This is an optimization exercise on Yosys and OpenROAD, whose aim is small area, a short achievable clock period and few clock cycles per item, not a production implementation.
In this exercise RTL edits were held to simulation tests only and were not proved equivalent to the original.

==> inputs of 02-23 <==
==> flow/design.v (excerpt) <==
module lce_loop (
    input  wire         clk,
    input  wire         rst,
    input  wire         start,
    input  wire         reinit,
    input  wire         load,
    input  wire [31:0]  load_val,
    input  wire [31:0]  y_in,
    input  wire [31:0]  sp_in,
    input  wire         sp_scaled,
    input  wire [31:0]  sp_gain,
    input  wire [4:0]   sp_shift,
    input  wire [31:0]  sp_offset,
    input  wire         ff_en,
    input  wire [31:0]  ff_x,
    input  wire [31:0]  ff_x0,
    input  wire [4:0]   ff_xs,
    input  wire [543:0] ff_y,
    input  wire [31:0]  kp,
    input  wire [31:0]  ki,
    input  wire [31:0]  kd,
    input  wire [31:0]  kf,
    input  wire [4:0]   sh_p,
    input  wire [4:0]   sh_i,
    input  wire [4:0]   sh_d,
    input  wire [4:0]   sh_f,
    input  wire         den,
    input  wire [31:0]  out_min,
    input  wire [31:0]  out_max,
    input  wire [31:0]  slew,
    input  wire [31:0]  i_min,
    input  wire [31:0]  i_max,
    output reg          done,
    output wire [31:0]  u_out,
    output wire [31:0]  i_out,
    output wire [31:0]  e_out,
    output wire [31:0]  sp_out,
    output wire         isat,
    output wire         osat,
    output wire         rsat
);
==> flow/config.mk <==
export PLATFORM = sky130hd
export DESIGN_NAME = lce_loop
export DESIGN_NICKNAME = lce_loop
export VERILOG_FILES = /design/flow/design.v
export SDC_FILE = /design/flow/constraint.sdc
export NUM_CORES = 4
export LEC_CHECK = 0
export CAP_MARGIN = 20
export CORE_MARGIN = 2
export CORE_UTILIZATION = 40
export SLEW_MARGIN = 20
==> flow/constraint.sdc <==
create_clock -name core_clock -period 38.0 [get_ports {clk}]
set_input_delay 7.6000 -clock core_clock [delete_from_list [all_inputs] [get_ports {clk}]]
set_output_delay 7.6000 -clock core_clock [all_outputs]
set_load 0.01 [all_outputs]
standard.sh (not shown) runs the stock make flow with config.mk's settings and CLKGATE_MAP_FILE= SYNTH_SCRIPT=/design/flow/synth_recipe.tcl, a recipe that flattens the netlist after the stock synthesis.
==> flow/flow/run.sh <==
#!/bin/bash
# The standard layout, with plain buf_1 cells (instead of the default delay
# buffers) as the port buffers that buffer_ports inserts on every port.
set -euo pipefail
cd "$(dirname "$0")/.."
bash standard.sh "BUFFER_PORTS_ARGS=-buffer_cell sky130_fd_sc_hd__buf_1" finish > standard.log 2>&1
==> inputs of 10-15, as changes to 02-23 <==
--- a/flow/design.v
+++ b/flow/design.v
@@ -111,15 +111,15 @@
     reg         mbw;        
     reg  [4:0]  msh;
     reg  [2:0]  mop;
     reg         mv;         
     reg         pass;       
     reg  [44:0] r1;         
     reg  [63:0] rp;         
-    reg  [3:0]  rsh;        
+    reg  [4:0]  rsh;        
     reg  [2:0]  xop;        
     reg  [31:0] t_off;      
     reg  [31:0] t_y;        
     reg  [32:0] t_x;        
     reg  [4:0]  xs_r;
     reg  [31:0] t_sl;       
     reg  [31:0] t_lo;       
@@ -225,15 +225,15 @@
         end
         m_sum = m_sum + b_negs;
     end
     reg  [31:0] x_thr;      
     integer     ti;
     always @(*) begin
         for (ti = 0; ti < 32; ti = ti + 1)
-            x_thr[ti] = (ti >= {1'b0, rsh});
+            x_thr[ti] = (ti >= rsh);
     end
     wire [63:0] x_sh  = $signed(rp) >>> rsh;
     wire [31:0] x_ovm = rp[62:31] ^ {32{rp[63]}};
     wire        x_ov  = |(x_ovm & x_thr);
     wire [31:0] x_q   = !x_ov ? x_sh[31:0] : (rp[63] ? 32'h8000_0000 : 32'h7FFF_FFFF);
     wire        x_ff  = (xop == OP_FF);
     wire [33:0] x_t   = (x_ov && !x_ff) ? (rp[63] ? 34'h3_8000_0000 : 34'h0_7FFF_FFFF) : x_sh[33:0];
@@ -272,29 +272,16 @@
     wire [25:0] t_f    = (t_neg || t_top) ? 26'd0 : (t_x[25:0] & ~(26'h3FF_FFFF << xs_r));
     wire [4:0]  t_i1   = (t_i == 5'd16) ? 5'd16 : t_i + 5'd1;
     wire [31:0] t_y0   = ff_y[t_i * 32 +: 32];
     wire [31:0] t_y1   = ff_y[t_i1 * 32 +: 32];
     wire [32:0] dy_val = yhi - {ylo[31], ylo};
     wire [33:0] s_w    = (xop == OP_FF || xop == OP_P || xop == OP_DF) ? x_t : 34'd0;
     wire [31:0] s_p    = (xop == OP_P) ? 32'd0 : p_r;
-    wire [35:0] s_t1   = {{4{ylo[31]}}, ylo};
-    wire [35:0] s_t2   = {{4{s_p[31]}}, s_p};
-    wire [35:0] s_t3   = {{4{i_r[31]}}, i_r};
-    wire [35:0] s_t4   = {{4{d_r[31]}}, d_r};
-    wire [35:0] s_a1   = s_t1 ^ s_t2 ^ s_t3;
-    wire [35:0] s_b1   = {(s_t1[34:0] & s_t2[34:0]) | (s_t1[34:0] & s_t3[34:0]) |
-                          (s_t2[34:0] & s_t3[34:0]), 1'b0};
-    wire [35:0] s_c1   = s_a1 ^ s_b1 ^ s_t4;
-    wire [35:0] s_c2   = {(s_a1[34:0] & s_b1[34:0]) | (s_a1[34:0] & s_t4[34:0]) |
-                          (s_b1[34:0] & s_t4[34:0]), 1'b0};
-    wire [35:0] s_t5   = {{2{s_w[33]}}, s_w};
-    wire [35:0] s_d1   = s_c1 ^ s_c2 ^ s_t5;
-    wire [35:0] s_d2   = {(s_c1[34:0] & s_c2[34:0]) | (s_c1[34:0] & s_t5[34:0]) |
-                          (s_c2[34:0] & s_t5[34:0]), 1'b0};
-    wire [35:0] s_sum  = s_d1 + s_d2;
+    wire [35:0] s_sum  = {{4{ylo[31]}}, ylo} + {{2{s_w[33]}}, s_w} + {{4{s_p[31]}}, s_p} +
+                         {{4{i_r[31]}}, i_r} + {{4{d_r[31]}}, d_r};
     wire [31:0] s_val  = ($signed(s_sum) > 36'sh0_7FFF_FFFF) ? 32'h7FFF_FFFF :
                          ($signed(s_sum) < -36'sh0_8000_0000) ? 32'h8000_0000 : s_sum[31:0];
     wire        dn_ov  = (dn_s[33:31] != 3'b000) && (dn_s[33:31] != 3'b111);
     wire [33:0] ri_sum = sx(u_r) - sx(ylo) - sx(p_r);
     wire [31:0] ri_val = lt34(ri_sum, sx(imn)) ? imn :
                          lt34(sx(imx), ri_sum) ? imx : ri_sum[31:0];
     wire        o_ltmin = lt34(sx(s_r), sx(omn));
@@ -331,22 +318,18 @@
             OP_FF:   begin nx_a = (cnt == 4'd2) ? dy_val : yhi;
                            nx_b = {7'd0, fr};                                nx_sh = xs_r;  end
             OP_DF:   begin nx_a = {rd_val[31], rd_val}; nx_b = {kf[31], kf}; nx_sh = sh_f;  end
             default: begin nx_a = {e_cur[31], e_cur};   nx_b = {ki[31], ki}; nx_sh = sh_i;  end
         endcase
     end
     wire [32:0] sg_b = {sp_gain[31], sp_gain};
-    wire [17:0] tx_lo  = {1'b0, ff_x[16:0]} - {1'b0, ff_x0[16:0]};
-    wire [15:0] tx_h0  = {ff_x[31], ff_x[31:17]} - {ff_x0[31], ff_x0[31:17]};
-    wire [15:0] tx_h1  = tx_h0 - 16'd1;
-    wire [32:0] tx_val = {tx_lo[17] ? tx_h1 : tx_h0, tx_lo[16:0]};
     always @(posedge clk) begin
         t_off  <= sp_offset;
         t_y    <= y_in;
-        t_x    <= tx_val;
+        t_x    <= {ff_x[31], ff_x} - {ff_x0[31], ff_x0};
         xs_r   <= ff_xs;
         t_sl   <= slew;
         omn    <= out_min;
         omx    <= out_max;
         imn    <= i_min;
         imx    <= i_max;
         f_sc   <= sp_scaled;
@@ -399,16 +382,16 @@
                 r1   <= m_sum[44:0];
                 mbe  <= benc({1'b0, mlo});
                 pass <= 1'b1;
             end else begin
                 cnt  <= cnt + 4'd1;
                 pass <= 1'b0;
                 if (mv) begin
-                    rp  <= msh[4] ? {{16{m_sum[63]}}, m_sum[63:16]} : m_sum;
-                    rsh <= msh[3:0];
+                    rp  <= m_sum;
+                    rsh <= msh;
                     xop <= mop;
                 end else begin
                     xop <= OP_NONE;
                 end
                 mv <= (ld_op != OP_NONE);
                 if (ld_op != OP_NONE) begin
                     ma  <= nx_a;
==> inputs of 09-11, as changes to 02-23 <==
--- a/flow/design.v
+++ b/flow/design.v
@@ -111,15 +111,15 @@
     reg         mbw;        
     reg  [4:0]  msh;
     reg  [2:0]  mop;
     reg         mv;         
     reg         pass;       
     reg  [44:0] r1;         
     reg  [63:0] rp;         
-    reg  [3:0]  rsh;        
+    reg  [4:0]  rsh;        
     reg  [2:0]  xop;        
     reg  [31:0] t_off;      
     reg  [31:0] t_y;        
     reg  [32:0] t_x;        
     reg  [4:0]  xs_r;
     reg  [31:0] t_sl;       
     reg  [31:0] t_lo;       
@@ -225,15 +225,15 @@
         end
         m_sum = m_sum + b_negs;
     end
     reg  [31:0] x_thr;      
     integer     ti;
     always @(*) begin
         for (ti = 0; ti < 32; ti = ti + 1)
-            x_thr[ti] = (ti >= {1'b0, rsh});
+            x_thr[ti] = (ti >= rsh);
     end
     wire [63:0] x_sh  = $signed(rp) >>> rsh;
     wire [31:0] x_ovm = rp[62:31] ^ {32{rp[63]}};
     wire        x_ov  = |(x_ovm & x_thr);
     wire [31:0] x_q   = !x_ov ? x_sh[31:0] : (rp[63] ? 32'h8000_0000 : 32'h7FFF_FFFF);
     wire        x_ff  = (xop == OP_FF);
     wire [33:0] x_t   = (x_ov && !x_ff) ? (rp[63] ? 34'h3_8000_0000 : 34'h0_7FFF_FFFF) : x_sh[33:0];
@@ -272,29 +272,16 @@
     wire [25:0] t_f    = (t_neg || t_top) ? 26'd0 : (t_x[25:0] & ~(26'h3FF_FFFF << xs_r));
     wire [4:0]  t_i1   = (t_i == 5'd16) ? 5'd16 : t_i + 5'd1;
     wire [31:0] t_y0   = ff_y[t_i * 32 +: 32];
     wire [31:0] t_y1   = ff_y[t_i1 * 32 +: 32];
     wire [32:0] dy_val = yhi - {ylo[31], ylo};
     wire [33:0] s_w    = (xop == OP_FF || xop == OP_P || xop == OP_DF) ? x_t : 34'd0;
     wire [31:0] s_p    = (xop == OP_P) ? 32'd0 : p_r;
-    wire [35:0] s_t1   = {{4{ylo[31]}}, ylo};
-    wire [35:0] s_t2   = {{4{s_p[31]}}, s_p};
-    wire [35:0] s_t3   = {{4{i_r[31]}}, i_r};
-    wire [35:0] s_t4   = {{4{d_r[31]}}, d_r};
-    wire [35:0] s_a1   = s_t1 ^ s_t2 ^ s_t3;
-    wire [35:0] s_b1   = {(s_t1[34:0] & s_t2[34:0]) | (s_t1[34:0] & s_t3[34:0]) |
-                          (s_t2[34:0] & s_t3[34:0]), 1'b0};
-    wire [35:0] s_c1   = s_a1 ^ s_b1 ^ s_t4;
-    wire [35:0] s_c2   = {(s_a1[34:0] & s_b1[34:0]) | (s_a1[34:0] & s_t4[34:0]) |
-                          (s_b1[34:0] & s_t4[34:0]), 1'b0};
-    wire [35:0] s_t5   = {{2{s_w[33]}}, s_w};
-    wire [35:0] s_d1   = s_c1 ^ s_c2 ^ s_t5;
-    wire [35:0] s_d2   = {(s_c1[34:0] & s_c2[34:0]) | (s_c1[34:0] & s_t5[34:0]) |
-                          (s_c2[34:0] & s_t5[34:0]), 1'b0};
-    wire [35:0] s_sum  = s_d1 + s_d2;
+    wire [35:0] s_sum  = {{4{ylo[31]}}, ylo} + {{2{s_w[33]}}, s_w} + {{4{s_p[31]}}, s_p} +
+                         {{4{i_r[31]}}, i_r} + {{4{d_r[31]}}, d_r};
     wire [31:0] s_val  = ($signed(s_sum) > 36'sh0_7FFF_FFFF) ? 32'h7FFF_FFFF :
                          ($signed(s_sum) < -36'sh0_8000_0000) ? 32'h8000_0000 : s_sum[31:0];
     wire        dn_ov  = (dn_s[33:31] != 3'b000) && (dn_s[33:31] != 3'b111);
     wire [33:0] ri_sum = sx(u_r) - sx(ylo) - sx(p_r);
     wire [31:0] ri_val = lt34(ri_sum, sx(imn)) ? imn :
                          lt34(sx(imx), ri_sum) ? imx : ri_sum[31:0];
     wire        o_ltmin = lt34(sx(s_r), sx(omn));
@@ -331,22 +318,18 @@
             OP_FF:   begin nx_a = (cnt == 4'd2) ? dy_val : yhi;
                            nx_b = {7'd0, fr};                                nx_sh = xs_r;  end
             OP_DF:   begin nx_a = {rd_val[31], rd_val}; nx_b = {kf[31], kf}; nx_sh = sh_f;  end
             default: begin nx_a = {e_cur[31], e_cur};   nx_b = {ki[31], ki}; nx_sh = sh_i;  end
         endcase
     end
     wire [32:0] sg_b = {sp_gain[31], sp_gain};
-    wire [17:0] tx_lo  = {1'b0, ff_x[16:0]} - {1'b0, ff_x0[16:0]};
-    wire [15:0] tx_h0  = {ff_x[31], ff_x[31:17]} - {ff_x0[31], ff_x0[31:17]};
-    wire [15:0] tx_h1  = tx_h0 - 16'd1;
-    wire [32:0] tx_val = {tx_lo[17] ? tx_h1 : tx_h0, tx_lo[16:0]};
     always @(posedge clk) begin
         t_off  <= sp_offset;
         t_y    <= y_in;
-        t_x    <= tx_val;
+        t_x    <= {ff_x[31], ff_x} - {ff_x0[31], ff_x0};
         xs_r   <= ff_xs;
         t_sl   <= slew;
         omn    <= out_min;
         omx    <= out_max;
         imn    <= i_min;
         imx    <= i_max;
         f_sc   <= sp_scaled;
@@ -399,16 +382,16 @@
                 r1   <= m_sum[44:0];
                 mbe  <= benc({1'b0, mlo});
                 pass <= 1'b1;
             end else begin
                 cnt  <= cnt + 4'd1;
                 pass <= 1'b0;
                 if (mv) begin
-                    rp  <= msh[4] ? {{16{m_sum[63]}}, m_sum[63:16]} : m_sum;
-                    rsh <= msh[3:0];
+                    rp  <= m_sum;
+                    rsh <= msh;
                     xop <= mop;
                 end else begin
                     xop <= OP_NONE;
                 end
                 mv <= (ld_op != OP_NONE);
                 if (ld_op != OP_NONE) begin
                     ma  <= nx_a;
==> flow/config.mk (replaced) <==
export PLATFORM = sky130hd
export DESIGN_NAME = lce_loop
export DESIGN_NICKNAME = lce_loop
export VERILOG_FILES = /design/flow/design.v
export SDC_FILE = /design/flow/constraint.sdc
export NUM_CORES = 4
export LEC_CHECK = 0
export CAP_MARGIN = 20
export CORE_MARGIN = 2
export CORE_UTILIZATION = 52
export SLEW_MARGIN = 20
==> comparison <==
- Design area, highest first: 02-23, 10-15, 09-11.
- The highest clock skew belongs to 09-11, the lowest to 10-15.
- The highest fmax belongs to 10-15, the lowest to 02-23.
- Sequential cell count is the same in 10-15 and 09-11.
Testbench counts of 02-23, summed over its fixed seeds: cycles 90,195, items 12,000.
Testbench counts of 10-15, summed over its fixed seeds: cycles 90,195, items 12,000.
Testbench counts of 09-11, summed over its fixed seeds: cycles 90,195, items 12,000.

-- re-timing with driven ports --
No port has a modelled driver above. Below, the same layouts with a new extraction and two added sets of constraints. Step 1 sets driving cells, clkbuf_16 on the clock port and buf_2 on the other inputs (assumed; they add their load-dependent delay and slew). Step 2, shift: input delay + t, output delay - t, t = (earliest + latest rising clock arrival at the registers) / 2. This alone moves slack from input paths to output paths. Three values: no drivers, after step 1, after step 2; two values: the first two.
run | t (ns) | slack for setup (ns) | worst setup path after step 2
02-23 | 0.875 | 26.773 / 26.833 / 25.958 | input to register
10-15 | 0.871 | 27.430 / 27.497 / 26.626 | input to register
09-11 | 0.909 | 26.894 / 26.894 / 26.622 | input to register
After both steps every run listed still meets setup and hold. For 02-23, which loses most, drivers alone change the setup slack by +0.060 ns; drivers and shift together by -0.815 ns.
